What follows belongs to an exercise in optimizing a design on an open flow for small area, a short achievable clock period and few clock cycles; a production flow would make more cautious choices.
Function was checked by simulation only, so behaviour that the tests miss may differ from the original.
Power is estimated from default activity; no workload was simulated.

==> flow/design.v (excerpt) <==
module bale_decoder (
    input  wire        clk,
    input  wire        rst,
    input  wire        in_valid,
    output wire        in_ready,
    input  wire [7:0]  in_data,
    input  wire        in_last,
    output reg         out_valid,
    input  wire        out_ready,
    output reg  [7:0]  out_data,
    output reg         done,
    output reg         bad,
    output reg         crc_fail,
    output wire [31:0] label
);
    localparam [3:0] S_HDR   = 4'd0,
                     S_TAG   = 4'd1,
                     S_EXT0  = 4'd2,
                     S_EXT1  = 4'd3,
                     S_DATA  = 4'd4,    
                     S_DELTA = 4'd5,
                     S_PAD   = 4'd6,
                     S_TRL   = 4'd7,
                     S_DISC  = 4'd8,    
                     S_FIN   = 4'd9;    
    localparam [9:0] H_HDR   = 10'b0000000001,
                     H_TAG   = 10'b0000000010,
                     H_EXT0  = 10'b0000000100,
                     H_EXT1  = 10'b0000001000,
                     H_DATA  = 10'b0000010000,
                     H_DELTA = 10'b0000100000,
                     H_PAD   = 10'b0001000000,
                     H_TRL   = 10'b0010000000,
                     H_DISC  = 10'b0100000000,
                     H_FIN   = 10'b1000000000;
    localparam [31:0] CRC_RESIDUE = 32'hB798B438;
    reg [9:0]  st;
    reg [3:0]  hcnt;           
    reg        form;           
    reg        fmt_err;
    reg        szbad;          
    reg [16:0] crem;           
    reg [16:0] brem;           
    reg [31:0] label_r;
    reg [3:0]  pos9;           
  ...
export LEC_CHECK = 0
export CAP_MARGIN = 20
export CORE_MARGIN = 2
export CORE_UTILIZATION = 50
export CTS_BUF_LIST = sky130_fd_sc_hd__clkbuf_8
export SLEW_MARGIN = 20
export TNS_END_PERCENT = 0
create_clock -name core_clock -period 9.0 [get_ports {clk}]
standard.sh (not shown) runs the stock make flow with config.mk's settings and CLKGATE_MAP_FILE= SYNTH_SCRIPT=/design/flow/synth_recipe.tcl, a recipe that flattens the netlist after the stock synthesis.
==> flow/flow/run.sh <==
#!/bin/bash
# The standard layout (standard.sh: standard synthesis through finish),
# with the port buffers that placement inserts on every input and output
# made plain sky130 buf_2 cells instead of the slower delay-buffer cell the
# resizer picks by default, and the setup repair aimed 7 ns above the
# clock period's slack. Make's full output goes to standard.log here; each
# ORFS step also keeps its own log under orfs/logs.
set -euo pipefail
export BUFFER_PORTS_ARGS="-buffer_cell sky130_fd_sc_hd__buf_2"
export SETUP_SLACK_MARGIN=7
bash standard.sh > standard.log 2>&1
Testbench counts at the start, summed over its fixed seeds: cycles 122,630.
Edit:
--- a/flow/flow/run.sh
+++ b/flow/flow/run.sh
@@ -5 +5 @@
-# resizer picks by default, and the setup repair aimed 7 ns above the
+# resizer picks by default, and the setup repair aimed 6 ns above the
@@ -10 +10 @@
-export SETUP_SLACK_MARGIN=7
+export SETUP_SLACK_MARGIN=6
- CORE_UTILIZATION: 50 -> 55
Outcome: The new run ran to the end with no violations; setup slack got worse by 0.26 ns; hold slack hardly moves; via count falls by 2.3%; global-route usage goes up by 2.2 points; fmax came out lower by 7.6%.

========
Another version of the RTL of bale_decoder (not shown whole).
Size in the first run: about 1,800 cells after synthesis, about 230 flip-flops, about 58 I/O pins.
==> flow/config.mk <==
export PLATFORM = sky130hd
export DESIGN_NAME = bale_decoder
export DESIGN_NICKNAME = bale_decoder
export VERILOG_FILES = /design/flow/design.v
export SDC_FILE = /design/flow/constraint.sdc
export NUM_CORES = 4
export LEC_CHECK = 0
export CAP_MARGIN = 20
export CORE_MARGIN = 2
export CORE_UTILIZATION = 40
export CTS_BUF_LIST = sky130_fd_sc_hd__clkbuf_4
export SLEW_MARGIN = 20
export TNS_END_PERCENT = 0
==> flow/constraint.sdc <==
create_clock -name core_clock -period 9.0 [get_ports {clk}]
set_input_delay 1.8000 -clock core_clock [delete_from_list [all_inputs] [get_ports {clk}]]
set_output_delay 1.8000 -clock core_clock [all_outputs]
set_load 0.01 [all_outputs]
==> flow/flow/run.sh <==
#!/bin/bash
# The standard layout (standard.sh: standard synthesis through finish),
# with the port buffers that placement inserts on every input and output
# made plain sky130 buf_2 cells instead of the slower delay-buffer cell the
# resizer picks by default, and the setup repair aimed 6 ns above the
# clock period's slack. Make's full output goes to standard.log here; each
# ORFS step also keeps its own log under orfs/logs.
set -euo pipefail
export BUFFER_PORTS_ARGS="-buffer_cell sky130_fd_sc_hd__buf_2"
export SETUP_SLACK_MARGIN=6
bash standard.sh > standard.log 2>&1
Testbench counts at the start, summed over its fixed seeds: cycles 123,047.
Rerun with:
- CTS_BUF_LIST: sky130_fd_sc_hd__clkbuf_4 -> sky130_fd_sc_hd__clkbuf_8
Register-to-register slack is better by 0.20 ns. First-iteration DRC count came out lower by 14%. Total power came out higher by 1.2%. Final area hardly moves. Global-route usage stays flat. Routed wire length drops by 1.9%. Count of clock-buffer cells in the layout came out lower by 50. Worst hold slack stays flat. Combinational power barely changes. Via count fell by 1.3%. Sequential share of layout area is about the same.
Rerun with:
==> flow/flow/run.sh (replaced) <==
#!/bin/bash
# The standard layout (standard.sh: standard synthesis through finish),
# with the port buffers that placement inserts on every input and output
# made plain sky130 buf_2 cells instead of the slower delay-buffer cell the
# resizer picks by default. Make's full output goes to standard.log here;
# each ORFS step also keeps its own log under orfs/logs.
set -euo pipefail
export BUFFER_PORTS_ARGS="-buffer_cell sky130_fd_sc_hd__buf_2"
bash standard.sh > standard.log 2>&1
- SETUP_SLACK_MARGIN: not set -> 5
The changed run passed the timing, DRC and antenna checks.
First-iteration DRC count came out higher by about 1.6%.
Setup slack is worse by 0.041 ns.
Routed wire length climbs by about 0.7%.
Combinational power stays flat.
Register-to-register slack degrades by 0.03 ns.
Count of clock-buffer cells in the layout rises by 1.
Via count hardly moves.

-- what the ideal ports hide --
The results above use ideal ports. As a check the final layouts listed here were re-extracted and re-timed, cells and wires unchanged. Step 1, drivers: a clkbuf_16 drives clk and a buf_2 each remaining input, both assumed. Step 2 also shifts input and output timing later by t, the mid clock arrival at the registers, as if the neighbouring blocks saw the same clock. a / b / c = ideal / step 1 / step 2; a / b = the first two.
run | t (ns) | setup slack, ns | worst hold slack (ns) | slew at the worst register clock pin (ns) | worst data-port slew with drivers (ns)
the first run of note 1 | 0.669 | 5.809 / 5.810 / 5.140 | 0.433 / 0.433 / 0.433 | 0.07 / 0.07 | 0.07
the second run of note 1 | 0.663 | 5.547 / 5.564 / 4.901 | 0.430 / 0.430 / 0.430 | 0.07 / 0.07 | 0.09
the first run of note 2 | 0.825 | 4.706 / 4.679 / 4.688 | 0.480 / 0.480 / 0.480 | 0.08 / 0.08 | 0.10
the second run of note 2 | 0.636 | 4.904 / 4.886 / 4.666 | 0.480 / 0.480 / 0.480 | 0.07 / 0.07 | 0.11
the third run of note 2 | 0.663 | 4.863 / 4.807 / 4.545 | 0.481 / 0.481 / 0.481 | 0.07 / 0.07 | 0.11
After both steps setup and hold are still met in every run listed. The setup slack of the first run of note 1, which loses most, moves by +0.001 ns with the drivers and by -0.669 ns with both steps.
